Source: an optimization exercise on an open RTL-to-GDS flow (aim: small area, a short achievable clock period and few clock cycles per item). Production flows keep margins and buffers that such runs may drop. In this exercise RTL edits were held to simulation tests only and were not proved equivalent to the original. No activity file was given, so power comes from the tool's default toggle rates.

==> design.v <==
module sluice_add #(parameter W = 18) (
    input  wire [W-1:0] a,
    input  wire [W-1:0] b,
    input  wire         ci,
    output wire [W-1:0] s,
    output wire         co
);
    reg [W:0] g, p, G, P;
    integer l, i, j;
    always @(*) begin
        g = {a & b, ci};
        p = {a ^ b, 1'b0};
        G = g;
        P = p;
        for (l = 0; (1 << l) < W + 1; l = l + 1)
            for (i = 0; i < W + 1; i = i + 1)
                if (i & (1 << l)) begin
                    j = ((i >> (l + 1)) << (l + 1)) + (1 << l) - 1;
                    G[i] = G[i] | (P[i] & G[j]);
                    P[i] = P[i] & P[j];
                end
    end
    assign s  = p[W:1] ^ G[W-1:0];
    assign co = G[W];
endmodule
module sluice_lt #(parameter W = 17) (
    input  wire [W-1:0] a,
    input  wire [W-1:0] b,
    output wire         lt
);
    wire [W-1:0] s_unused;
    wire         ge;
    sluice_add #(.W(W)) u (.a(a), .b(~b), .ci(1'b1), .s(s_unused), .co(ge));
    assign lt = ~ge;
endmodule
module sluice_div #(parameter N = 2) (
    input  wire [29:0]    r,
    input  wire [2*N-1:0] b,
    input  wire [29:0]    p,
    input  wire [31:0]    p3,
    output wire [29:0]    r_out
);
    wire [29:0] rr [0:N];
    assign rr[0] = r;
    genvar i;
    generate
        for (i = 0; i < N; i = i + 1) begin : st
            sluice_div4 u (.r(rr[i]), .b(b[2*N-1-2*i -: 2]), .p(p), .p3(p3), .r_out(rr[i+1]));
        end
    endgenerate
    assign r_out = rr[N];
endmodule
module sluice_div4 (
    input  wire [29:0] r,
    input  wire [1:0]  b,
    input  wire [29:0] p,
    input  wire [31:0] p3,
    output wire [29:0] r_out
);
    wire [31:0] t = {r, b};
    wire [31:0] d1, d2, d3;
    wire        ge1, ge2, ge3;
    sluice_add #(.W(32)) u1 (.a(t), .b(~{2'b00, p}),       .ci(1'b1), .s(d1), .co(ge1));
    sluice_add #(.W(32)) u2 (.a(t), .b(~{1'b0, p, 1'b0}),  .ci(1'b1), .s(d2), .co(ge2));
    sluice_add #(.W(32)) u3 (.a(t), .b(~p3),               .ci(1'b1), .s(d3), .co(ge3));
    assign r_out = ge3 ? d3[29:0] : ge2 ? d2[29:0] : ge1 ? d1[29:0] : t[29:0];
endmodule
module sluice_lt3 #(parameter W = 19) (
    input  wire [W-1:0] x,
    input  wire [W-1:0] y,
    input  wire [W-1:0] lo,
    output wire         lt
);
    wire [W-1:0] z = ~lo;
    wire [W-1:0] s = x ^ y ^ z;
    wire [W-1:0] c = (x & y) | (x & z) | (y & z);
    wire [W-1:0] s_unused;
    wire         co;
    sluice_add #(.W(W)) u (.a(s), .b({c[W-2:0], 1'b0}), .ci(1'b0), .s(s_unused), .co(co));
    assign lt = c[W-1] | co;
endmodule
module sluice_csel32 (
    input  wire [31:0] a,
    input  wire [31:0] b,
    output wire [31:0] s
);
    wire [8:0] s0_0 = {1'b0, a[7:0]}   + {1'b0, b[7:0]};
    wire [8:0] s1_0 = {1'b0, a[15:8]}  + {1'b0, b[15:8]};
    wire [8:0] s1_1 = {1'b0, a[15:8]}  + {1'b0, b[15:8]}  + 9'd1;
    wire [8:0] s2_0 = {1'b0, a[23:16]} + {1'b0, b[23:16]};
    wire [8:0] s2_1 = {1'b0, a[23:16]} + {1'b0, b[23:16]} + 9'd1;
    wire [7:0] s3_0 = a[31:24] + b[31:24];
    wire [7:0] s3_1 = a[31:24] + b[31:24] + 8'd1;
    wire       c1 = s0_0[8];
    wire       c2 = c1 ? s1_1[8] : s1_0[8];
    wire       c3 = c2 ? s2_1[8] : s2_0[8];
    assign s = {c3 ? s3_1 : s3_0, c2 ? s2_1[7:0] : s2_0[7:0],
                c1 ? s1_1[7:0] : s1_0[7:0], s0_0[7:0]};
endmodule
module sluice_placer #(
    parameter NR = 2             
) (
    input  wire        clk,
    input  wire        rst,
    input  wire        cmd_valid,
    output wire        cmd_ready,
    input  wire [2:0]  cmd_op,
    input  wire        cmd_lane,
    input  wire [8:0]  cmd_onu,
    input  wire [16:0] cmd_len,
    input  wire [16:0] cmd_pos,
    input  wire [7:0]  cmd_ovh,
    input  wire        cmd_grant,
    input  wire        cmd_torrent,
    input  wire [47:0] cmd_fns,
    input  wire [31:0] cmd_period,
    input  wire [31:0] cmd_phase,
    output reg         rsp_valid,
    output reg  [1:0]  rsp_status,
    output reg  [16:0] rsp_start,
    output reg  [7:0]  rsp_steps,
    output wire [16:0] rsp_cur0,
    output wire [16:0] rsp_cur1
);
    localparam OP_RUN    = 3'd0;
    localparam OP_SETPOS = 3'd1;
    localparam OP_PAD    = 3'd2;
    localparam OP_SYNC   = 3'd3;
    localparam OP_FLOW   = 3'd4;
    localparam OP_FIXED  = 3'd5;
    localparam OP_ALIGN  = 3'd6;
    localparam ST_OK    = 2'd0;
    localparam ST_NOFIT = 2'd1;
    localparam ST_LATE  = 2'd2;
    localparam M_IDLE = 3'd0;    
    localparam M_FIT0 = 3'd1;    
    localparam M_MOD  = 3'd2;    
    localparam M_G    = 3'd3;    
    localparam M_S    = 3'd4;    
    localparam M_CHK  = 3'd5;    
    localparam M_FIT1 = 3'd6;    
    localparam GB = 2 * NR;      
    localparam NG = 48 / GB;     
    reg [16:0] fb;
    reg        torrent;
    reg [16:0] cur0, cur1;
    reg [10:0] items0, items1;
    reg        contf0, contf1;      
    reg [8:0]  lonu0, lonu1;        
    reg [15:0] rv0, rv1;            
    reg [16:0] rlo0 [0:15];
    reg [16:0] rhi0 [0:15];
    reg [16:0] rlo1 [0:15];
    reg [16:0] rhi1 [0:15];
    assign rsp_cur0 = cur0;
    assign rsp_cur1 = cur1;
    reg        ready_r;
    reg        cv;
    reg [2:0]  c_op;
    reg        c_lane;
    reg [8:0]  c_onu;
    reg [16:0] c_len;
    reg [16:0] c_pos;
    reg [7:0]  c_ovh;
    reg        c_grant;
    reg        c_torrent;
    reg [47:0] c_fns;
    reg [31:0] c_per;
    reg [31:0] c_ph;
    reg [17:0] c_inc;               
    reg [17:0] c_xlo;               
    reg [31:0] c_p3;                
    reg        cont_q;              
    assign cmd_ready = ready_r;
    wire accept = cmd_valid & ready_r;
    wire [17:0] in_inc, in_xlo;
    wire [31:0] in_p3;
    wire        co_u0, co_u1;
    sluice_add #(.W(18)) u_inc  (.a({1'b0, cmd_len}), .b({10'd0, cmd_ovh}), .ci(1'b0),
                                 .s(in_inc), .co(co_u0));
    sluice_add #(.W(18)) u_xlo  (.a({1'b0, cmd_pos}), .b(~{10'd0, cmd_ovh}), .ci(1'b1),
                                 .s(in_xlo), .co(co_u1));
    sluice_csel32 u_p3 (.a({2'b00, cmd_period[29:0]}), .b({1'b0, cmd_period[29:0], 1'b0}), .s(in_p3));
    reg [2:0]  mode;
    reg        lane_q;              
    reg        x_lane;
    reg        x_grant;
    reg [8:0]  x_onu;
    reg [16:0] xw;                  
    reg [17:0] xa;                  
    reg [8:0]  x_o;                 
    reg [17:0] x_inc;               
    reg        sbig;                
    reg [29:0] r;                   
    reg [NG-1:0] oh;                
    reg [17:0] g2;                  
    reg        gbig;
    reg [16:0] p17;
    reg        pbig;
    reg [7:0]  steps;
    reg [2:0]  j_in;
    always @(*) begin
        if      (cmd_period[31:28] != 4'd0) j_in = 3'd7;
        else if (cmd_period[27:24] != 4'd0) j_in = 3'd6;
        else if (cmd_period[23:20] != 4'd0) j_in = 3'd5;
        else if (cmd_period[19:16] != 4'd0) j_in = 3'd4;
        else if (cmd_period[15:12] != 4'd0) j_in = 3'd3;
        else                                j_in = 3'd2;
    end
    reg [31:0] r_j0, r_j1;
    reg [3:0]  p_nib;
    always @(*) begin
        case (j_in)
        3'd7:    begin r_j0 = {4'd0,  cmd_fns[47:20]}; r_j1 = cmd_fns[47:16];          p_nib = cmd_period[31:28]; end
        3'd6:    begin r_j0 = {8'd0,  cmd_fns[47:24]}; r_j1 = {4'd0,  cmd_fns[47:20]}; p_nib = cmd_period[27:24]; end
        3'd5:    begin r_j0 = {12'd0, cmd_fns[47:28]}; r_j1 = {8'd0,  cmd_fns[47:24]}; p_nib = cmd_period[23:20]; end
        3'd4:    begin r_j0 = {16'd0, cmd_fns[47:32]}; r_j1 = {12'd0, cmd_fns[47:28]}; p_nib = cmd_period[19:16]; end
        3'd3:    begin r_j0 = {20'd0, cmd_fns[47:36]}; r_j1 = {16'd0, cmd_fns[47:32]}; p_nib = cmd_period[15:12]; end
        default: begin r_j0 = {24'd0, cmd_fns[47:40]}; r_j1 = {20'd0, cmd_fns[47:36]}; p_nib = cmd_period[11:8];  end
        endcase
    end
    wire       j1_ok = cmd_fns[47:44] < p_nib;
    wire [29:0] r_in = j1_ok ? r_j1[29:0] : r_j0[29:0];
    reg [11:0] oh_j0;
    reg [3:0]  grp_j0, grp_j1;
    always @(*) begin
        case (j_in)
        3'd7:    begin oh_j0 = 12'b000000010000; grp_j0 = cmd_fns[19:16]; grp_j1 = cmd_fns[15:12]; end
        3'd6:    begin oh_j0 = 12'b000000100000; grp_j0 = cmd_fns[23:20]; grp_j1 = cmd_fns[19:16]; end
        3'd5:    begin oh_j0 = 12'b000001000000; grp_j0 = cmd_fns[27:24]; grp_j1 = cmd_fns[23:20]; end
        3'd4:    begin oh_j0 = 12'b000010000000; grp_j0 = cmd_fns[31:28]; grp_j1 = cmd_fns[27:24]; end
        3'd3:    begin oh_j0 = 12'b000100000000; grp_j0 = cmd_fns[35:32]; grp_j1 = cmd_fns[31:28]; end
        default: begin oh_j0 = 12'b001000000000; grp_j0 = cmd_fns[39:36]; grp_j1 = cmd_fns[35:32]; end
        endcase
    end
    wire [NG-1:0] oh_in  = j1_ok ? (oh_j0 >> 1) : oh_j0;
    wire [GB-1:0] grp_in = j1_ok ? grp_j1 : grp_j0;
    reg  [GB-1:0] grp, grp_nx;
    integer gi;
    always @(*) begin
        grp_nx = {GB{1'b0}};
        for (gi = 0; gi < NG - 1; gi = gi + 1)
            grp_nx = grp_nx | ({GB{oh[gi+1]}} & c_fns[GB*gi +: GB]);
    end
    wire [29:0] r_next;
    sluice_div #(.N(NR)) u_div (.r(r), .b(grp), .p(c_per[29:0]), .p3(c_p3), .r_out(r_next));
    wire [29:0] gd;
    wire        gd_ge;
    sluice_add #(.W(30)) u_gd (.a(c_ph[29:0]), .b(~r), .ci(1'b1), .s(gd), .co(gd_ge));
    wire [29:0] gp;
    wire        gp_co;
    sluice_add #(.W(30)) u_gp (.a(gd), .b(c_per[29:0]), .ci(1'b0), .s(gp), .co(gp_co));
    wire [29:0] g0 = gd_ge ? gd : gp;
    wire        gbig_in = |g0[29:17];
    wire [32:0] gw  = {15'd0, g2};
    wire [32:0] t0  = gw << 13;
    wire [32:0] t1  = gw << 8;
    wire [32:0] t2  = gw << 1;
    wire [32:0] t3  = gw >> 3;
    wire [32:0] t4  = gw >> 7;
    wire [32:0] t5  = ~(gw << 11);
    wire [32:0] t6  = ~(gw << 5);
    wire [32:0] t7  = ~(gw >> 5);
    wire [32:0] t8  = ~(gw >> 9);
    wire [32:0] t9  = ~(gw >> 11);
    wire [32:0] t10 = 33'd16383;
    wire [32:0] a0 = t0 ^ t1 ^ t2,  a1 = ((t0 & t1) | (t0 & t2) | (t1 & t2)) << 1;
    wire [32:0] a2 = t3 ^ t4 ^ t5,  a3 = ((t3 & t4) | (t3 & t5) | (t4 & t5)) << 1;
    wire [32:0] a4 = t6 ^ t7 ^ t8,  a5 = ((t6 & t7) | (t6 & t8) | (t7 & t8)) << 1;
    wire [32:0] b0 = a0 ^ a1 ^ a2,  b1 = ((a0 & a1) | (a0 & a2) | (a1 & a2)) << 1;
    wire [32:0] b2 = a3 ^ a4 ^ a5,  b3 = ((a3 & a4) | (a3 & a5) | (a4 & a5)) << 1;
    wire [32:0] c0 = b0 ^ b1 ^ b2,  c1 = ((b0 & b1) | (b0 & b2) | (b1 & b2)) << 1;
    wire [32:0] c2 = b3 ^ t9 ^ t10, c3 = ((b3 & t9) | (b3 & t10) | (t9 & t10)) << 1;
    wire [32:0] d0 = c0 ^ c1 ^ c2,  d1 = ((c0 & c1) | (c0 & c2) | (c1 & c2)) << 1;
    wire [32:0] e0 = d0 ^ d1 ^ c3,  e1 = ((d0 & d1) | (d0 & c3) | (d1 & c3)) << 1;
    wire [32:0] sv;
    wire        sv_co;
    sluice_add #(.W(33)) u_sv (.a(e0), .b(e1), .ci(1'b0), .s(sv), .co(sv_co));
    wire [16:0] s_new = sv[30:14];
    wire [32:0] ot = {{10{x_o[8]}}, x_o, 14'd0};
    wire [32:0] f0 = e0 ^ e1 ^ ot,  f1 = ((e0 & e1) | (e0 & ot) | (e1 & ot)) << 1;
    wire [32:0] sa;
    wire        sa_co;
    sluice_add #(.W(33)) u_sa (.a(f0), .b(f1), .ci(1'b0), .s(sa), .co(sa_co));
    wire [17:0] a_new = {sa[32], sa[30:14]};
    wire [16:0] g  = torrent ? g2[17:1] : g2[16:0];
    wire [17:0] g_add;
    wire        g_add_co;
    sluice_add #(.W(17)) u_gadd (.a(g), .b(p17), .ci(1'b0), .s(g_add[16:0]), .co(g_add_co));
    assign g_add[17] = g_add_co;
    wire        g_nbig = gbig | pbig | g_add[17];
    wire [17:0] g2_add = torrent ? {g_add[16:0], 1'b0} : {1'b0, g_add[16:0]};
    wire [17:0] g2_0   = torrent ? {g0[16:0], 1'b0} : {1'b0, g0[16:0]};
    wire        is_fit  = (mode == M_FIT1);
    wire        is_chk  = (mode == M_CHK);
    wire        run_c   = (mode == M_IDLE) & cv;
    wire        lane    = lane_q;
    wire [16:0] cur_l   = lane ? cur1 : cur0;
    wire [10:0] items_l = lane ? items1 : items0;
    wire [15:0] rv_l    = lane ? rv1 : rv0;
    reg  [16:0] rlo_l [0:15];
    reg  [16:0] rhi_l [0:15];
    integer k;
    always @(*) begin
        for (k = 0; k < 16; k = k + 1) begin
            rlo_l[k] = lane ? rlo1[k] : rlo0[k];
            rhi_l[k] = lane ? rhi1[k] : rhi0[k];
        end
    end
    wire        use_ovh = c_grant & ~cont_q;
    wire        flow_c  = ~is_fit & ~is_chk & (c_op == OP_FLOW);
    wire        use_x   = is_fit | is_chk;
    wire [17:0] A = is_fit ? {1'b0, xw} : is_chk ? xa : flow_c ? {1'b0, cur_l} : c_xlo;
    wire [17:0] X = use_x ? {1'b0, xw} : flow_c ? {1'b0, cur_l} : {1'b0, c_pos};
    wire [17:0] Y = use_x ? x_inc : (flow_c && use_ovh) ? c_inc : {1'b0, c_len};
    wire [17:0] B;
    wire        co_b;
    sluice_add #(.W(18)) u_b (.a(X), .b(Y), .ci(1'b0), .s(B), .co(co_b));
    wire [16:0] s_fl;
    wire        co_s;
    sluice_add #(.W(17)) u_s (.a(use_x ? xw : cur_l),
                              .b(use_x ? {8'd0, x_o} : use_ovh ? {9'd0, c_ovh} : 17'd0),
                              .ci(1'b0), .s(s_fl), .co(co_s));
    wire [15:0] lo_lt, hi_gt;
    genvar gk;
    generate
        for (gk = 0; gk < 16; gk = gk + 1) begin : cmp
            sluice_lt3 #(.W(19)) u_lo (.x({1'b0, X}), .y({1'b0, Y}), .lo({2'b00, rlo_l[gk]}),
                                       .lt(lo_lt[gk]));
            sluice_lt  #(.W(17)) u_hi (.a(A[16:0]), .b(rhi_l[gk]), .lt(hi_gt[gk]));
        end
    endgenerate
    wire [15:0] ov     = rv_l & lo_lt & hi_gt;
    wire        any_ov = |ov;
    reg  [16:0] hi_pick;            
    reg         found;
    always @(*) begin
        hi_pick = 17'd0;
        found   = 1'b0;
        for (k = 0; k < 16; k = k + 1)
            if (ov[k] && !found) begin
                hi_pick = rhi_l[k];
                found   = 1'b1;
            end
    end
    wire        fb_lt_b, a_lt_cur;
    sluice_lt3 #(.W(19)) u_bover (.x({1'b0, X}), .y({1'b0, Y}), .lo({2'b00, fb}), .lt(fb_lt_b));
    sluice_lt  #(.W(17)) u_alate (.a(A[16:0]), .b(cur_l), .lt(a_lt_cur));
    wire        b_over  = fb_lt_b;
    wire        a_late  = A[17] | a_lt_cur;
    wire        x_late  = a_late | b_over | any_ov;
    wire        x_nofit = items_l[10] | rv_l[15];
    wire        f_nofit = items_l[10];
    wire [15:0] slot_1h = ~rv_l & {rv_l[14:0], 1'b1};
    wire [16:0] pos_cur = cur_l;
    wire [17:0] pad_sum;
    wire        co_p;
    sluice_add #(.W(18)) u_pad (.a({1'b0, pos_cur}), .b({1'b0, c_pos}), .ci(1'b0), .s(pad_sum), .co(co_p));
    wire        fb_lt_pad, cur_lt_pos, fb_lt_setp, c0_lt_c1, fbin_lt_pos;
    sluice_lt #(.W(18)) u_padc (.a({1'b0, fb}), .b(pad_sum), .lt(fb_lt_pad));
    sluice_lt #(.W(17)) u_setc (.a(pos_cur), .b(c_pos), .lt(cur_lt_pos));
    wire [16:0] pad_v   = fb_lt_pad ? fb : pad_sum[16:0];
    wire [16:0] setp_m  = cur_lt_pos ? c_pos : pos_cur;
    sluice_lt #(.W(17)) u_setf (.a(fb), .b(setp_m), .lt(fb_lt_setp));
    wire [16:0] setp_v  = fb_lt_setp ? fb : setp_m;
    sluice_lt #(.W(17)) u_sync (.a(cur0), .b(cur1), .lt(c0_lt_c1));
    wire        c1_lt_c0 = ~c0_lt_c1 & (cur0 != cur1);
    wire [16:0] sync_v  = c0_lt_c1 ? cur1 : cur0;
    wire [16:0] fb_in   = c_torrent ? 17'd97200 : 17'd48600;
    sluice_lt #(.W(17)) u_run (.a(fb_in), .b(c_pos), .lt(fbin_lt_pos));
    wire [16:0] run_v   = fbin_lt_pos ? fb_in : c_pos;
    wire [16:0] cpos_v  = (c_op == OP_PAD) ? pad_v : setp_v;
    reg [2:0] mode_n;
    reg       consume;
    always @(*) begin
        mode_n  = mode;
        consume = 1'b0;
        case (mode)
        M_IDLE: if (cv) begin
            consume = 1'b1;
            if (c_op == OP_FLOW && !b_over && any_ov) mode_n = M_FIT1;
            if (c_op == OP_ALIGN) mode_n = oh[0] ? M_G : M_MOD;
        end
        M_FIT0: mode_n = M_FIT1;
        M_FIT1: mode_n = (b_over || !any_ov) ? M_IDLE : M_FIT1;
        M_MOD:  if (oh[0]) mode_n = M_G;
        M_G:    mode_n = gbig_in ? M_IDLE : M_S;
        M_S:    mode_n = M_CHK;
        M_CHK:  if (sbig || b_over || !x_late) mode_n = M_IDLE;
        default: mode_n = M_IDLE;
        endcase
    end
    wire       cv_n    = accept | (cv & ~consume);
    wire [2:0] op_n    = accept ? cmd_op : c_op;
    wire       ready_n = (mode_n != M_MOD) &&
                         (!cv_n || (mode_n == M_IDLE && op_n != OP_ALIGN));
    wire       xl_n    = (run_c && (c_op == OP_FLOW || c_op == OP_ALIGN)) ? c_lane : x_lane;
    wire       cl_n    = accept ? cmd_lane : c_lane;
    wire       lane_n  = (mode_n == M_FIT0 || mode_n == M_FIT1 || mode_n == M_CHK) ? xl_n : cl_n;
    wire flow_ok  = (flow_c & run_c | is_fit) & !b_over & !any_ov & !f_nofit;
    wire fixed_ok = (run_c & (c_op == OP_FIXED) | is_chk & !sbig) & !x_late & !x_nofit;
    wire       upd0    = flow_ok & !lane;
    wire       upd1    = flow_ok & lane;
    wire       n_grant = is_fit ? x_grant : c_grant;
    wire [8:0] n_onu   = is_fit ? x_onu : c_onu;
    wire       curop   = run_c && (c_op == OP_SETPOS || c_op == OP_PAD);
    wire       clr0    = run_c && (c_op == OP_RUN || (curop && !c_lane && cpos_v != cur0) ||
                                   (c_op == OP_SYNC && c0_lt_c1));
    wire       clr1    = run_c && (c_op == OP_RUN || (curop && c_lane && cpos_v != cur1) ||
                                   (c_op == OP_SYNC && c1_lt_c0));
    wire       contf0_n = upd0 ? n_grant : clr0 ? 1'b0 : contf0;
    wire       contf1_n = upd1 ? n_grant : clr1 ? 1'b0 : contf1;
    wire [8:0] s_onu   = accept ? cmd_onu : c_onu;
    wire       s_lane  = accept ? cmd_lane : c_lane;
    wire       s_grant = accept ? cmd_grant : c_grant;
    wire       eq0     = upd0 ? (n_onu == s_onu) : (lonu0 == s_onu);
    wire       eq1     = upd1 ? (n_onu == s_onu) : (lonu1 == s_onu);
    wire       cont_n  = s_grant & (s_lane ? (contf1_n & eq1) : (contf0_n & eq0));
    always @(posedge clk) begin
        if (rst) begin
            ready_r   <= 1'b1;
            cv        <= 1'b0;
            mode      <= M_IDLE;
            rsp_valid <= 1'b0;
        end else begin
            ready_r   <= ready_n;
            cv        <= cv_n;
            mode      <= mode_n;
            rsp_valid <= 1'b0;
        end
        lane_q <= lane_n;
        cont_q <= cont_n;
        if (!rst) begin
            contf0 <= contf0_n;
            contf1 <= contf1_n;
            if (upd0) lonu0 <= n_onu;
            if (upd1) lonu1 <= n_onu;
        end
        if (accept) begin
            c_op      <= cmd_op;
            c_lane    <= cmd_lane;
            c_onu     <= cmd_onu;
            c_len     <= cmd_len;
            c_pos     <= cmd_pos;
            c_ovh     <= cmd_ovh;
            c_grant   <= cmd_grant;
            c_torrent <= cmd_torrent;
            c_fns     <= cmd_fns;
            c_per     <= cmd_period;
            c_ph      <= cmd_phase;
            c_inc     <= in_inc;
            c_xlo     <= in_xlo;
            c_p3      <= in_p3;
            r         <= r_in;
            oh        <= oh_in;
            grp       <= grp_in;
        end else if ((run_c && c_op == OP_ALIGN) || mode == M_MOD) begin
            r         <= r_next;
            oh        <= oh >> 1;
            grp       <= grp_nx;
        end
        if (run_c && c_op == OP_RUN) begin
            items0 <= 11'd0;
            items1 <= 11'd0;
        end else if (!rst && (flow_ok || fixed_ok)) begin
            if (lane) items1 <= items1 + 11'd1;
            else      items0 <= items0 + 11'd1;
        end
        if (!rst && flow_ok) begin
            if (lane) cur1 <= B[16:0];
            else      cur0 <= B[16:0];
        end
        if (!rst) begin
        case (mode)
        M_IDLE: if (cv) begin
            rsp_start  <= 17'd0;
            rsp_steps  <= 8'd0;
            rsp_status <= ST_OK;
            case (c_op)
            OP_RUN: begin
                rsp_valid <= 1'b1;
                fb      <= fb_in;
                torrent <= c_torrent;
                cur0    <= run_v;
                cur1    <= run_v;
            end
            OP_SETPOS, OP_PAD: begin
                rsp_valid <= 1'b1;
                if (c_lane) cur1 <= cpos_v;
                else        cur0 <= cpos_v;
            end
            OP_SYNC: begin
                rsp_valid <= 1'b1;
                cur0 <= sync_v;
                cur1 <= sync_v;
            end
            OP_FLOW: begin
                if (b_over || (!any_ov && f_nofit)) begin
                    rsp_valid  <= 1'b1;
                    rsp_status <= ST_NOFIT;
                end else if (!any_ov) begin
                    rsp_valid <= 1'b1;
                    rsp_start <= s_fl;
                end
                x_lane  <= c_lane;
                x_grant <= c_grant;
                x_onu   <= c_onu;
                xw      <= hi_pick;
                x_o     <= c_grant ? {1'b0, c_ovh} : 9'd0;
                x_inc   <= c_grant ? c_inc : {1'b0, c_len};
            end
            OP_FIXED: begin
                rsp_valid <= 1'b1;
                if (x_late) begin
                    rsp_status <= ST_LATE;
                end else if (x_nofit) begin
                    rsp_status <= ST_NOFIT;
                end else begin
                    rsp_start <= c_pos;
                end
            end
            OP_ALIGN: begin
                x_lane <= c_lane;
                x_o    <= -{1'b0, c_ovh};
                x_inc  <= {1'b0, c_len};
                steps  <= 8'd0;
            end
            default: rsp_valid <= 1'b1;
            endcase
        end
        M_FIT1: begin
            rsp_start  <= 17'd0;
            rsp_steps  <= 8'd0;
            rsp_status <= ST_OK;
            xw <= hi_pick;
            if (b_over || (!any_ov && f_nofit)) begin
                rsp_valid  <= 1'b1;
                rsp_status <= ST_NOFIT;
            end else if (!any_ov) begin
                rsp_valid <= 1'b1;
                rsp_start <= s_fl;
            end
        end
        M_G: begin
            rsp_valid  <= gbig_in;
            rsp_status <= ST_LATE;
            rsp_start  <= 17'd0;
            rsp_steps  <= 8'd1;
            g2   <= g2_0;
            gbig <= gbig_in;
            p17  <= c_per[16:0];
            pbig <= |c_per[29:17];
        end
        M_S: begin
            xw   <= s_new;
            xa   <= a_new;
            sbig <= gbig;
            g2   <= g2_add;
            gbig <= g_nbig;
        end
        M_CHK: begin
            xw    <= s_new;
            xa    <= a_new;
            sbig  <= gbig;
            g2    <= g2_add;
            gbig  <= g_nbig;
            steps <= steps + 8'd1;
            rsp_start  <= 17'd0;
            rsp_steps  <= steps + 8'd1;
            rsp_status <= ST_OK;
            if (sbig || b_over) begin
                rsp_valid  <= 1'b1;
                rsp_status <= ST_LATE;
            end else if (!x_late) begin
                rsp_valid <= 1'b1;
                if (x_nofit) rsp_status <= ST_NOFIT;
                else         rsp_start  <= xw;
            end
        end
        default: ;
        endcase
        end
    end
    wire        res_wr = (run_c && c_op == OP_FIXED) || is_chk;
    wire [16:0] w_lo   = is_chk ? xa[16:0] : c_xlo[16:0];
    wire [16:0] w_hi   = B[16:0];
    always @(posedge clk) begin
        if (!rst && run_c && c_op == OP_RUN) begin
            rv0 <= 16'd0;
            rv1 <= 16'd0;
        end else if (!rst && fixed_ok) begin
            if (lane) rv1 <= {rv1[14:0], 1'b1};
            else      rv0 <= {rv0[14:0], 1'b1};
        end
        for (k = 0; k < 16; k = k + 1) begin
            if (res_wr && slot_1h[k] && !lane) begin
                rlo0[k] <= w_lo;
                rhi0[k] <= w_hi;
            end
            if (res_wr && slot_1h[k] && lane) begin
                rlo1[k] <= w_lo;
                rhi1[k] <= w_hi;
            end
        end
    end
endmodule
==> run.sh <==
#!/bin/bash
# synth_recipe.tcl (not shown) runs the flow's synth.tcl, then flattens the netlist and writes it again
# the make line also repeats each setting of config.mk as NAME=value (left out here)
make -C /OpenROAD-flow-scripts/flow DESIGN_CONFIG=/design/flow/config.mk WORK_HOME=/design/flow/orfs CLKGATE_MAP_FILE= SYNTH_SCRIPT=/design/flow/synth_recipe.tcl finish
==> config.mk <==
export PLATFORM = sky130hd
export DESIGN_NAME = sluice_placer
export DESIGN_NICKNAME = sluice_placer
export VERILOG_FILES = /design/flow/design.v
export SDC_FILE = /design/flow/constraint.sdc
export NUM_CORES = 4
export LEC_CHECK = 0
export CAP_MARGIN = 20
export CORE_MARGIN = 2
export CORE_UTILIZATION = 55
export SETUP_SLACK_MARGIN = 4
export SLEW_MARGIN = 20
export TNS_END_PERCENT = 30
==> constraint.sdc <==
create_clock -name core_clock -period 11.0 [get_ports {clk}]
set_input_delay 2.2000 -clock core_clock [delete_from_list [all_inputs] [get_ports {clk}]]
set_output_delay 2.2000 -clock core_clock [all_outputs]
set_load 0.01 [all_outputs]
==> impl_metrics.yaml, run 1 <==
worst_hold_path:
  hold_depth: 0
  min_from: "c_onu[8]"
  worstHoldPathType: "reg -> reg"
  min_to: "x_onu[8]"
setup_path:
  r2r_start: "lane_q"
  worst-path-buf-inv: 7
  worstRegToRegCells: 25
  endpoint_kind: "register"
  cpLargestDelayFamily: "compound AO/OA/AOI/OAI gates"
  r2r-end: "cont_q"
  path_max_fanout: 13
  cp.depth: 25
  r2r_slack_ns: 3.84
  worstPathArrival_ns: 7.93
  start_kind: "register"
  crit_path_frequent_cell: "buf_4"
  crit_required_ns: 11.77
  worst-setup-path-type: "reg -> reg"
  crit_slowest_cell: "or4_4"
  slowest_delay_ns: 0.60
yosys:
  async_flop_share_pct: 0
  post_synth_num_cell_types: 106
  synth_top_area_share_pct: 41.9
  syn_nets: 11070
  ys_warn_count: 20
  synth_ff_type: "edfxtp_1"
  yosysSeqAreaShare_pct: 44.0
  syn-instance-count: 9411
  synthesis.area_mm2: 0.108
  synth.largest_area_cell: "edfxtp_1"
  synth_common_cells: "1,506 x edfxtp_1, 1,105 x ha_1, 769 x inv_1"
  synthTopCellsByArea: "edfxtp_1 42%, ha_1 13%, fa_1 7.1%, mux2i_1 5.8%, inv_1 2.7%"
  synth_area_per_cell_um2: 11.5
  synth_seq_cells: 1616
  yosysMostFrequentCell: "edfxtp_1"
  synth_edf_count: 1506
route:
  dr.pass1.iters: 8
  routed_wl_mm: 363
  drc: 0
  drt-wirelength-per-cell_um: 28.1
  viasPerCell: 6.30
  routed-via-count: 81377
  antenna_left: 0
  drt_first_iter_violations: 8907
power_and_ir_drop:
  p_per_area_mw_per_mm2: 351
  irDropWorstVdd_mv: 0.307
  p_leak_nw: 51.8
  total_power_mw: 44.6
sta:
  max-slew-margin-rel_pct: 19.8
  holdWs_ns: 0.459
  fin_crit_sh_pct: 65.1
  fmax_mhz: 140
  skew_ns: 0.0590
  final_hold_viol_count: 0
  rsz0062_at_grt: "true"
  timing.setup.tns_ns: 0
  maxSlewViolCount: 0
  setup_viol: 0
  finalCriticalPeriod_ns: 7.16
  worst_pin_slew_ns: 1.20
layout:
  layout-drive-gt1-share_pct: 15.8
  final_area_mm2: 0.127
  fin_nets: 11798
  synthToLayoutAreaGrowth_pct: 17.9
global_route:
  track_usage_pct: 35.7
  overflow: 0
  grt_pass1_wl_mm: 524
  grt_antenna_before_repair: 19
  grt_max_degree: 115
  grt_pass1_vias: 79242
floorplanning:
  initial_core_util_pct: 55.3
  rows: 162
  placeableCoreArea_mm2: 0.195
  fp.dieH_um: 447
  die_area_mm2: 0.200
  fp.dieW_um: 447
  io_pins: 235
outcome:
  outcome: "finished clean"
clock_network:
  cts-root-buf: "clkbuf_16"
  cts_tree: "done"
  cts_max_path_buffers: 3
  clk_latency_ns: 0.87
  cts_sinks: 1616
  htree_levels: 4
  cts.clk_slew.worst_paths_ns: 0.07
  cts_made_buffers: 175
placed_design:
  gp_congestion: 0.958
  postPlaceCellArea_mm2: 0.115
  portBuffers: 232
  detailed_place_hpwl_mm: 265
flow_run:
  drv_cap: 0
## worst max path at each step
stage                  start  slack [ns]      end
floorplan             lane_q        2.00  cur1[7]
global placement    c_per[4]        1.23     r[0]
detailed placement  c_per[4]        1.20    r[28]
CTS                   lane_q        3.93    xw[5]
global route            r[3]        3.73    r[12]
finish                lane_q        3.84   cont_q
## routing by layer
metal	track usage, %	wire length, um
met5	0	69
met4	15.8	18600
met3	6.49	33600
met2	55.1	161000
met1	49.3	150000
## worst register-to-register path, stage by stage (launching register included)
cell and delay [ns]:
dfxtp_4 0.46, buf_4 0.15, buf_8 0.16, buf_16 0.18, inv_1 0.07, a21boi_1 0.16, buf_4 0.20, inv_1 0.16
ha_1 0.36, and4_1 0.24, and2_4 0.18, o2111ai_2 0.18, a32oi_4 0.37, buf_4 0.26, mux2i_1 0.57, ha_1 0.28
nor2_1 0.05, o21ai_1 0.15, o31a_1 0.47, nand2_1 0.27, a221o_1 0.38, a211o_1 0.32, a2111o_1 0.31, or4_4 0.60
a2111o_1 0.41, a21boi_2 0.14
## cell usage in the layout, fill, tap and decap left out, drive strengths merged, types with 84 or more instances in the layout
master,Yosys,routed
clkdlybuf4s50,0,232
a21oi,512,512
inv,774,768
xor2,207,207
nand2,555,555
fa,382,382
a211oi,87,87
dfxtp,110,110
o22ai,115,115
edfxtp,1506,1506
nand4,84,84
buf,109,616
ha,1105,1105
mux2i,627,627
clkbuf,198,235
nand3,155,155
mux2,173,173
xnor2,218,218
nor3,137,137
nor2,551,552
a21o,241,241
o21ai,420,420
## where the power goes
part           internal [mW]  switching, mW
clock                   3.37           2.60
combinational           12.5           17.5
sequential              8.10          0.505
## logic make-up (layout without fill, tap and decap cells)
group                      after synthesis  after routing  share of synthesized area, %
AOI/OAI and AO/OA                     2060           2062                          12.6
and+or+nand+nor                       1921           1922                          8.44
DFF                                   1616           1616                          44.0
adders and majority gates             1506           1506                          20.1
buffers and inverters                 1083           1957                          3.88
muxes                                  800            800                          7.62
xor gates and xnor gates               425            425                          3.45
other                                    0             10                             0
## state kept, by name (all words and copies together) (netlist names), 29 cells and up
register  count
rlo1        272
c_per        29
c_fns        36
r            30
rhi0        272
rhi1        272
c_p3         32
rlo0        272
c_ph         30
## stage by stage
| step | setup WS (ns) | utilization, % | std cells |
|---|---|---|---|
| after floorplan | 2.00 | - | 9411 |
| final | 3.84 | 65.2 | 12922 |
| after global placement | 1.23 | 59.0 | 12237 |
| after global routing | 3.73 | 65.2 | 12916 |
| after detailed placement | 1.20 | 59.0 | 12237 |
| after CTS | 3.93 | 64.0 | 12790 |
## layout make-up
| cell class | instances | area (um^2) |
|---|---|---|
| inverters | 776 | 2990 |
| multi-input cells | 6715 | 59700 |
| well taps | 2624 | 3280 |
| clock buffers | 231 | 4710 |
| diodes | 10 | 25.0 |
| flip-flops and latches | 1616 | 47500 |
| repair buffers | 855 | 7990 |
| fillers | 15145 | 67800 |
| clock inverters | 95 | 1050 |
## repair_timing
| item | CTS | global route |
|---|---|---|
| hold buffers | 0 | 0 |
| pin swaps | 110 | 107 |
| resized for setup | 443 | 278 |
| cloned | 9 | 3 |
| buffers inserted | 218 | 119 |
| setup endpoints to repair | 218 | 214 |
Testbench counts, summed over its fixed seeds: cycles 36,906, items 19,544.
==> run 2: changes to the inputs <==
--- a/design.v
+++ b/design.v
@@ -199,41 +199,38 @@
     reg        pbig;
     reg [7:0]  steps;
-    reg [2:0]  j_in;
-    always @(*) begin
-        if      (cmd_period[31:28] != 4'd0) j_in = 3'd7;
-        else if (cmd_period[27:24] != 4'd0) j_in = 3'd6;
-        else if (cmd_period[23:20] != 4'd0) j_in = 3'd5;
-        else if (cmd_period[19:16] != 4'd0) j_in = 3'd4;
-        else if (cmd_period[15:12] != 4'd0) j_in = 3'd3;
-        else                                j_in = 3'd2;
-    end
-    reg [31:0] r_j0, r_j1;
-    reg [3:0]  p_nib;
-    always @(*) begin
-        case (j_in)
-        3'd7:    begin r_j0 = {4'd0,  cmd_fns[47:20]}; r_j1 = cmd_fns[47:16];          p_nib = cmd_period[31:28]; end
-        3'd6:    begin r_j0 = {8'd0,  cmd_fns[47:24]}; r_j1 = {4'd0,  cmd_fns[47:20]}; p_nib = cmd_period[27:24]; end
-        3'd5:    begin r_j0 = {12'd0, cmd_fns[47:28]}; r_j1 = {8'd0,  cmd_fns[47:24]}; p_nib = cmd_period[23:20]; end
-        3'd4:    begin r_j0 = {16'd0, cmd_fns[47:32]}; r_j1 = {12'd0, cmd_fns[47:28]}; p_nib = cmd_period[19:16]; end
-        3'd3:    begin r_j0 = {20'd0, cmd_fns[47:36]}; r_j1 = {16'd0, cmd_fns[47:32]}; p_nib = cmd_period[15:12]; end
-        default: begin r_j0 = {24'd0, cmd_fns[47:40]}; r_j1 = {20'd0, cmd_fns[47:36]}; p_nib = cmd_period[11:8];  end
-        endcase
-    end
-    wire       j1_ok = cmd_fns[47:44] < p_nib;
-    wire [29:0] r_in = j1_ok ? r_j1[29:0] : r_j0[29:0];
-    reg [11:0] oh_j0;
-    reg [3:0]  grp_j0, grp_j1;
-    always @(*) begin
-        case (j_in)
-        3'd7:    begin oh_j0 = 12'b000000010000; grp_j0 = cmd_fns[19:16]; grp_j1 = cmd_fns[15:12]; end
-        3'd6:    begin oh_j0 = 12'b000000100000; grp_j0 = cmd_fns[23:20]; grp_j1 = cmd_fns[19:16]; end
-        3'd5:    begin oh_j0 = 12'b000001000000; grp_j0 = cmd_fns[27:24]; grp_j1 = cmd_fns[23:20]; end
-        3'd4:    begin oh_j0 = 12'b000010000000; grp_j0 = cmd_fns[31:28]; grp_j1 = cmd_fns[27:24]; end
-        3'd3:    begin oh_j0 = 12'b000100000000; grp_j0 = cmd_fns[35:32]; grp_j1 = cmd_fns[31:28]; end
-        default: begin oh_j0 = 12'b001000000000; grp_j0 = cmd_fns[39:36]; grp_j1 = cmd_fns[35:32]; end
-        endcase
-    end
-    wire [NG-1:0] oh_in  = j1_ok ? (oh_j0 >> 1) : oh_j0;
-    wire [GB-1:0] grp_in = j1_ok ? grp_j1 : grp_j0;
+    wire [7:2] jh;                  
+    assign jh[7] = cmd_period[31:28] != 4'd0;
+    assign jh[6] = cmd_period[31:28] == 4'd0 && cmd_period[27:24] != 4'd0;
+    assign jh[5] = cmd_period[31:24] == 8'd0 && cmd_period[23:20] != 4'd0;
+    assign jh[4] = cmd_period[31:20] == 12'd0 && cmd_period[19:16] != 4'd0;
+    assign jh[3] = cmd_period[31:16] == 16'd0 && cmd_period[15:12] != 4'd0;
+    assign jh[2] = cmd_period[31:12] == 20'd0;
+    wire [7:2] lt_n;                
+    assign lt_n[7] = cmd_fns[47:44] < cmd_period[31:28];
+    assign lt_n[6] = cmd_fns[47:44] < cmd_period[27:24];
+    assign lt_n[5] = cmd_fns[47:44] < cmd_period[23:20];
+    assign lt_n[4] = cmd_fns[47:44] < cmd_period[19:16];
+    assign lt_n[3] = cmd_fns[47:44] < cmd_period[15:12];
+    assign lt_n[2] = cmd_fns[47:44] < cmd_period[11:8];
+    wire [8:2] ld;                  
+    assign ld[2] = jh[2] & ~lt_n[2];
+    assign ld[3] = (jh[3] & ~lt_n[3]) | (jh[2] & lt_n[2]);
+    assign ld[4] = (jh[4] & ~lt_n[4]) | (jh[3] & lt_n[3]);
+    assign ld[5] = (jh[5] & ~lt_n[5]) | (jh[4] & lt_n[4]);
+    assign ld[6] = (jh[6] & ~lt_n[6]) | (jh[5] & lt_n[5]);
+    assign ld[7] = (jh[7] & ~lt_n[7]) | (jh[6] & lt_n[6]);
+    assign ld[8] = jh[7] & lt_n[7];
+    wire [29:0] r_in = ({30{ld[2]}} & {22'd0, cmd_fns[47:40]}) |
+                       ({30{ld[3]}} & {18'd0, cmd_fns[47:36]}) |
+                       ({30{ld[4]}} & {14'd0, cmd_fns[47:32]}) |
+                       ({30{ld[5]}} & {10'd0, cmd_fns[47:28]}) |
+                       ({30{ld[6]}} & {6'd0,  cmd_fns[47:24]}) |
+                       ({30{ld[7]}} & {2'd0,  cmd_fns[47:20]}) |
+                       ({30{ld[8]}} & cmd_fns[45:16]);
+    wire [NG-1:0] oh_in = {2'b00, ld[2], ld[3], ld[4], ld[5], ld[6], ld[7], ld[8], 3'b000};
+    wire [GB-1:0] grp_in = ({4{ld[2]}} & cmd_fns[39:36]) | ({4{ld[3]}} & cmd_fns[35:32]) |
+                           ({4{ld[4]}} & cmd_fns[31:28]) | ({4{ld[5]}} & cmd_fns[27:24]) |
+                           ({4{ld[6]}} & cmd_fns[23:20]) | ({4{ld[7]}} & cmd_fns[19:16]) |
+                           ({4{ld[8]}} & cmd_fns[15:12]);
     reg  [GB-1:0] grp, grp_nx;
     integer gi;
--- a/config.mk
+++ b/config.mk
@@ -8,6 +8,5 @@
 export CAP_MARGIN = 20
 export CORE_MARGIN = 2
-export CORE_UTILIZATION = 55
+export CORE_UTILIZATION = 50
 export SETUP_SLACK_MARGIN = 4
 export SLEW_MARGIN = 20
-export TNS_END_PERCENT = 30
==> run 2 against run 1 <==
Area after synthesis is 0.10% lower. Synthesized cell count is 0.56% lower. Register-to-register slack better by 0.16 ns. Critical path type unchanged. Worst hold slack worse by 0.0010 ns. Combinational power is 36% lower. Highest routed layer unchanged. Largest power group unchanged. Critical path depth is 2 higher. Still clean on timing, DRC and antenna. Non-clock buffer count is 161 lower. Clock skew is 0.010 ns lower. Die area is 9.8% higher. Cell area is 1.5% lower. Largest cell class unchanged. Power is 24% lower.
==> impl_metrics.yaml, run 2 <==
layout:
  post-route-util_pct: 58.4
  final_common_cell: "edfxtp_1"
  final_cell_mix: "1,503 x edfxtp_1, 1,111 x ha_1, 750 x inv_1"
  synthToLayoutAreaGrowth_pct: 16.2
  final.fill_count: 17651
  fin_nets: 11631
  layout-drive-gt1-share_pct: 13.1
sta:
  setup_viol: 0
  timing.setup.tns_ns: 0
  maxSlewViolCount: 0
  finalCriticalPeriod_ns: 7.00
  fin_crit_sh_pct: 63.7
  fin_ws_ns: 4.00
  final_hold_viol_count: 0
  fmax_mhz: 143
  max-slew-margin-rel_pct: 23.8
  holdWs_ns: 0.458
  rsz0062_at_grt: "true"
  worst_pin_slew_ns: 1.14
  skew_ns: 0.0487
global_route:
  grt_antenna_before_repair: 23
  overflow: 0
  grt_max_degree: 112
  grt_pass1_vias: 79263
  track_usage_pct: 33.0
  grt_pass1_wl_mm: 531
route:
  drc: 0
  routed-via-count: 80738
  drt-wirelength-per-cell_um: 28.4
  routed_wl_mm: 369
  viasPerCell: 6.23
  antenna_left: 0
  drt_first_iter_violations: 8130
  dr.pass1.iters: 7
power_and_ir_drop:
  p_per_area_mw_per_mm2: 269
  total_power_mw: 33.8
  p_sw_share_pct: 43.3
  switchingPower_mw: 14.6
  clock_power_share_pct: 18.9
  internal_power_mw: 19.2
  p_leak_nw: 50.6
  power_frac_comb_pct: 57.4
  irDropWorstVdd_mv: 0.253
  p_seq_share_pct: 23.7
yosys:
  synth_ff_type: "edfxtp_1"
  synthesis.area_mm2: 0.108
  syn-instance-count: 9358
  ys_warn_count: 20
  synthTopCellsByArea: "edfxtp_1 42%, ha_1 13%, fa_1 7.1%, mux2i_1 5.0%, inv_1 2.7%"
  syn_nets: 11032
  yosysMostFrequentCell: "edfxtp_1"
  synth_area_per_cell_um2: 11.5
  synth_seq_cells: 1616
  synth_top_area_share_pct: 41.9
  post_synth_num_cell_types: 109
  synth_edf_count: 1503
  yosysSeqAreaShare_pct: 44.0
  async_flop_share_pct: 0
  synth_common_cells: "1,503 x edfxtp_1, 1,120 x ha_1, 776 x inv_1"
  synth.largest_area_cell: "edfxtp_1"
floorplanning:
  initial_core_util_pct: 50.3
  fp.dieW_um: 468
  placeableCoreArea_mm2: 0.214
  rows: 170
  fp.dieH_um: 468
  die_area_mm2: 0.219
  io_pins: 235
setup_path:
  slowest_delay_ns: 0.60
  crit_required_ns: 11.55
  endpoint_kind: "register"
  path_max_fanout: 16
  crit_path_frequent_cell: "buf_12"
  r2r_slack_ns: 4.00
  worstPathArrival_ns: 7.56
  start_kind: "register"
  worst-setup-path-type: "reg -> reg"
  crit_slowest_cell: "nor4_2"
clock_network:
  cts_tree: "done"
  ctsHoldBuffers: 0
  cts_max_path_buffers: 3
  cts.clk_slew.worst_paths_ns: 0.06
  htree_levels: 4
  cts_sinks: 1616
  clk_latency_ns: 0.87
  cts-root-buf: "clkbuf_16"
  cts_made_buffers: 185
placed_design:
  dpl_worst_slack_ns: 1.93
  detailed_place_hpwl_mm: 269
  portBuffers: 232
  gp_congestion: 0.947
worst_hold_path:
  worstHoldPathType: "reg -> reg"
flow_run:
  drv_cap: 0
outcome:
  outcome: "finished clean"
[run 2: cell types whose count changed in the layout (fill, tap and decap cells not counted), sizes merged, moves of 26 or more]
cell / change
xor2: -46
buf: -160
mux2i: -93
nor2: -51
o221ai: -27
o21ai: -32
xnor2: +35
a21o: +37
nor3b: +26
[run 2: what timing repair did]
| item | 4_1_cts | 5_1_grt |
|---|---|---|
| endpoints found under the setup margin | 284 | 216 |
| setup buffers | 102 | 90 |
| resized for setup | 273 | 179 |
| gates cloned | 4 | 8 |
| pin swaps | 38 | 63 |
[run 2: cells by family (layout without fill, tap and decap cells)]
logic type	count (synthesis)	in the layout	synth area share (%)
AOI/OAI and AO/OA	2137	2137	13.2
and+or+nand+nor	1891	1896	8.52
DFF	1616	1616	44.0
adders and majority gates	1535	1535	20.4
buffers and inverters	1071	1824	3.87
muxes	694	694	6.63
xor gates and xnor gates	414	414	3.37
other	0	7	0
[run 2: critical path, delay by kind of cell (launching register included)]
family,cells,cell delay [ns]
AOI/OAI and AO/OA,12,2.85
buffers and inverters,9,1.56
and+or+nand+nor,4,1.25
DFF,1,0.49
adders and majority gates,1,0.30
xor gates and xnor gates,1,0.19
[run 2: power groups by stage]
| stage | registers (mW) | clock network, mW | logic (mW) |
|---|---|---|---|
| floorplan | 7.97 | 0 | 11.8 |
| detailed placement | 8.12 | 0 | 17.2 |
| CTS | 7.98 | 6.47 | 18.1 |
| global route | 8.01 | 6.70 | 21.1 |
| finish | 7.99 | 6.38 | 19.4 |
| global placement | 8.11 | 0 | 16.8 |
[run 2: path summary, 6_finish.rpt]
path	start	end	cells past startpoint
hold reg to reg	c_onu[0]	x_onu[0]	0
hold / removal	c_onu[0]	x_onu[0]	0
setup reg to reg	mode[0]	xw[15]	27
setup / recovery	mode[0]	xw[15]	27
[run 2: layout make-up]
class | count | area [um^2] | share of cell area (%)
Timing Repair inverter | 2 | 12.5 | 0.00999
Multi-Input combinational cell | 6676 | 58600 | 46.8
Sequential cell | 1616 | 47400 | 37.8
Tap cell | 2838 | 3550 | 2.83
Timing Repair Buffer | 694 | 6410 | 5.12
Clock buffer | 248 | 5080 | 4.06
Antenna cell | 7 | 17.5 | 0.0140
Clock inverter | 98 | 1190 | 0.953
Inverter | 782 | 2990 | 2.38
[run 2: layer usage]
| layer | wire [um] | up-vias | GRT usage [%] | share of wire [%] |
|---|---|---|---|---|
| met5 | 79 | - | 0 | 0.021 |
| met4 | 17600 | 12 | 14.1 | 4.8 |
| met3 | 29000 | 786 | 5.47 | 7.9 |
| met2 | 171000 | 3625 | 53.3 | 46 |
| met1 | 151000 | 40239 | 44.1 | 41 |
| li1 | - | 36076 | - | - |
[run 2: stage by stage]
step / cells / instance area, um^2
after global placement: 12401 / 115000
after floorplan: 9358 / 108000
after global routing: 12958 / 125000
after CTS: 12854 / 124000
after detailed placement: 12402 / 115000
final: 12961 / 125000
Testbench counts of run 2, summed over its fixed seeds: cycles 36,906, items 19,544.
==> run 3: changes to the inputs <==
--- a/config.mk
+++ b/config.mk
@@ -8,5 +8,5 @@
 export CAP_MARGIN = 20
 export CORE_MARGIN = 2
-export CORE_UTILIZATION = 50
-export SETUP_SLACK_MARGIN = 4
+export CORE_UTILIZATION = 45
+export SETUP_SLACK_MARGIN = 4.5
 export SLEW_MARGIN = 20
==> run 3 against run 2 <==
Die area up 11%. Sequential share of layout area fell by 1.6 points. Wire length increased by 7.2%. Power up 5.7%. Largest cell class unchanged.
==> impl_metrics.yaml, run 3 <==
yosys:
  synth_common_cells: "1,503 x edfxtp_1, 1,120 x ha_1, 776 x inv_1"
  synth_top_area_share_pct: 41.9
  synth_seq_cells: 1616
  synthAdderAreaFrac_pct: 20.4
  yosysSeqAreaShare_pct: 44.0
  synth.largest_area_cell: "edfxtp_1"
  synth_ff_type: "edfxtp_1"
  synth-xor-area-share_pct: 3.37
  syn-instance-count: 9358
  synth_top_family_by_area: "adder cells"
  synthesis.area_mm2: 0.108
  synth_area_per_cell_um2: 11.5
  ys_warn_count: 20
  async_flop_share_pct: 0
  post_synth_num_cell_types: 109
  synthMuxAreaShare_pct: 6.63
  yosysMostFrequentCell: "edfxtp_1"
  synth-simple-area-share_pct: 8.52
  synthTopCellsByArea: "edfxtp_1 42%, ha_1 13%, fa_1 7.1%, mux2i_1 5.0%, inv_1 2.7%"
  synth_edf_count: 1503
  syn_nets: 11032
  synth_compound_area_share_pct: 13.2
power_and_ir_drop:
  p_sw_share_pct: 43.8
  power_frac_comb_pct: 60.0
  switchingPower_mw: 15.6
  internal_power_mw: 20.0
  clock_power_share_pct: 17.6
  p_leak_nw: 52.6
  irDropWorstVdd_mv: 0.232
  p_seq_share_pct: 22.5
  total_power_mw: 35.7
  p_per_area_mw_per_mm2: 272
layout:
  final_area_mm2: 0.131
  layout-drive-gt1-share_pct: 18.1
  fin_nets: 11886
  final_cell_mix: "1,503 x edfxtp_1, 1,095 x ha_1, 739 x inv_1"
  final_common_cell: "edfxtp_1"
  synthToLayoutAreaGrowth_pct: 21.5
  post-route-util_pct: 55.0
route:
  viasPerCell: 6.12
  antenna_left: 0
  dr.pass1.iters: 8
  routed-via-count: 82833
  routed_wl_mm: 395
  drt-wirelength-per-cell_um: 29.2
  drc: 0
  drt_first_iter_violations: 8203
floorplanning:
  die_area_mm2: 0.243
  fp.dieH_um: 493
  io_pins: 235
  placeableCoreArea_mm2: 0.238
  initial_core_util_pct: 45.3
  fp.dieW_um: 493
  rows: 179
sta:
  skew_ns: 0.0843
  worst_pin_slew_ns: 1.25
  fin_ws_ns: 4.19
  finalCriticalPeriod_ns: 6.81
  fmax_mhz: 147
  setup_viol: 0
  rsz0062_at_grt: "true"
  fin_crit_sh_pct: 61.9
  max-slew-margin-rel_pct: 16.7
  maxSlewViolCount: 0
  final_hold_viol_count: 0
  timing.setup.tns_ns: 0
placed_design:
  gp_congestion: 0.969
  detailed_place_hpwl_mm: 283
  postPlaceCellArea_mm2: 0.116
  dpl_worst_slack_ns: 1.56
  portBuffers: 232
worst_hold_path:
  worstHoldPathType: "reg -> reg"
  min_from: "c_onu[1]"
setup_path:
  r2r_start: "c_op[1]"
  slowest_delay_ns: 0.48
  crit_required_ns: 11.74
  worst-setup-path-type: "reg -> reg"
  crit_path_frequent_cell: "buf_12"
  crit_slowest_cell: "fa_1"
  crit_start: "c_op[1]"
  path_max_fanout: 8
  endpoint_kind: "register"
  start_kind: "register"
  worstPathArrival_ns: 7.55
clock_network:
  cts_max_path_buffers: 3
  ctsHoldBuffers: 0
  cts.clk_slew.worst_paths_ns: 0.06
  cts_sinks: 1616
  cts_tree: "done"
  cts-root-buf: "clkbuf_16"
  cts_made_buffers: 180
  htree_levels: 4
  clk_latency_ns: 0.88
global_route:
  overflow: 0
  grt_max_degree: 85
  grt_pass1_vias: 81193
  grt_pass1_wl_mm: 561
  grt_antenna_before_repair: 12
  track_usage_pct: 31.6
outcome:
  outcome: "finished clean"
flow_run:
  drv_cap: 0
[run 3: changes by cell type in the layout (fill, tap and decap cells not counted), moves of 19 or more]
| cell | before | now |
|---|---|---|
| o21ai_1 | 19 | 39 |
| buf_4 | 393 | 503 |
| o21ai_2 | 12 | 31 |
| buf_6 | 23 | 97 |
| a21oi_1 | 476 | 423 |
| o21ai_0 | 347 | 303 |
| nor2_1 | 482 | 462 |
| a21oi_2 | 28 | 71 |
| o22ai_1 | 97 | 66 |
| buf_12 | 28 | 82 |
| o22ai_4 | 1 | 23 |
[run 3: final cells by class]
type / instances / area, um^2
Antenna cell: 6 / 15.0
Clock buffer: 227 / 4800
Clock inverter: 103 / 1290
Fill cell: 19919 / 107000
Inverter: 782 / 3020
Multi-Input combinational cell: 6681 / 60800
Sequential cell: 1616 / 47400
Tap cell: 3167 / 3960
Timing Repair Buffer: 950 / 9620
Timing Repair inverter: 1 / 7.51
[run 3: final timing paths]
| kind | to | slack, ns | depth (start not counted) |
|---|---|---|---|
| setup reg to reg | rv0[11] | 4.19 | 31 |
| hold reg to reg | x_onu[1] | 0.44 | 0 |
| setup / recovery | rv0[11] | 4.19 | 31 |
| hold / removal | x_onu[1] | 0.44 | 0 |
[run 3: logic make-up after synthesis]
| family | Yosys count |
|---|---|
| compound gates | 2137 |
| xor+xnor | 414 |
| fa+ha+maj | 1535 |
| buf+inv | 1071 |
| flops | 1616 |
| mux | 694 |
| simple gates | 1891 |
[run 3: power by group through the flow]
stage	Combinational (mW)	Clock, mW	Sequential, mW
after CTS	19.8	6.33	7.99
after floorplan	11.9	0	7.97
after global placement	16.8	0	8.13
after detailed placement	17.2	0	8.13
after global routing	23.0	6.55	8.03
final	21.4	6.26	8.01
[run 3: worst max-delay path, delay by kind of cell, from the launching register on]
kind,cells,cell delay (ns)
buf+inv,12,1.76
compound gates,7,1.56
fa+ha+maj,2,0.66
mux,1,0.23
simple gates,9,2.13
flops,1,0.32
[run 3: per-layer routing]
metal | routed length (um) | global-route usage [%]
met5 | 96 | 0
met4 | 24300 | 15.6
met3 | 33600 | 5.62
met2 | 179000 | 50.5
met1 | 158000 | 41.5
[run 3: stage by stage]
step,instances,hold slack [ns]
finish,13533,0.439
floorplan,9358,0.427
detailed placement,12735,0.444
CTS,13377,0.439
global route,13529,0.451
global placement,12735,0.441
[run 3: what timing repair did]
item	4_1_cts	5_1_grt
endpoints found under the setup margin	367	231
pin swaps	167	198
cloned	23	9
resized for setup	635	420
setup buffers	289	141

-- what the ideal ports hide --
The flow's constraints put no driver on any port. The routed layouts listed below were extracted and timed again, unchanged, in two steps. Step 1: set_driving_cell puts a clkbuf_16 on clk and a buf_2 on each other input, an assumption about the parent block. Step 2 moves the port delays by t, midway between the first and last clock arrival at a register: inputs arrive t later, outputs are due t later. That takes back most of the time a late clock gives input paths. Slacks: ideal / step 1 / step 2; pairs: ideal / step 1.
| run | t (ns) | setup slack, ns | cell pins on the clock port's net |
|---|---|---|---|
| run 1 | 0.931 | 3.840 / 3.840 / 3.345 | 1 |
| run 2 | 0.937 | 3.996 / 3.996 / 3.996 | 1 |
| run 3 | 0.929 | 4.192 / 4.192 / 3.982 | 1 |
After both steps setup and hold are still met in every run listed. The setup slack of run 1, which loses most, moves by 0.000 ns with the drivers and by -0.495 ns with both steps.
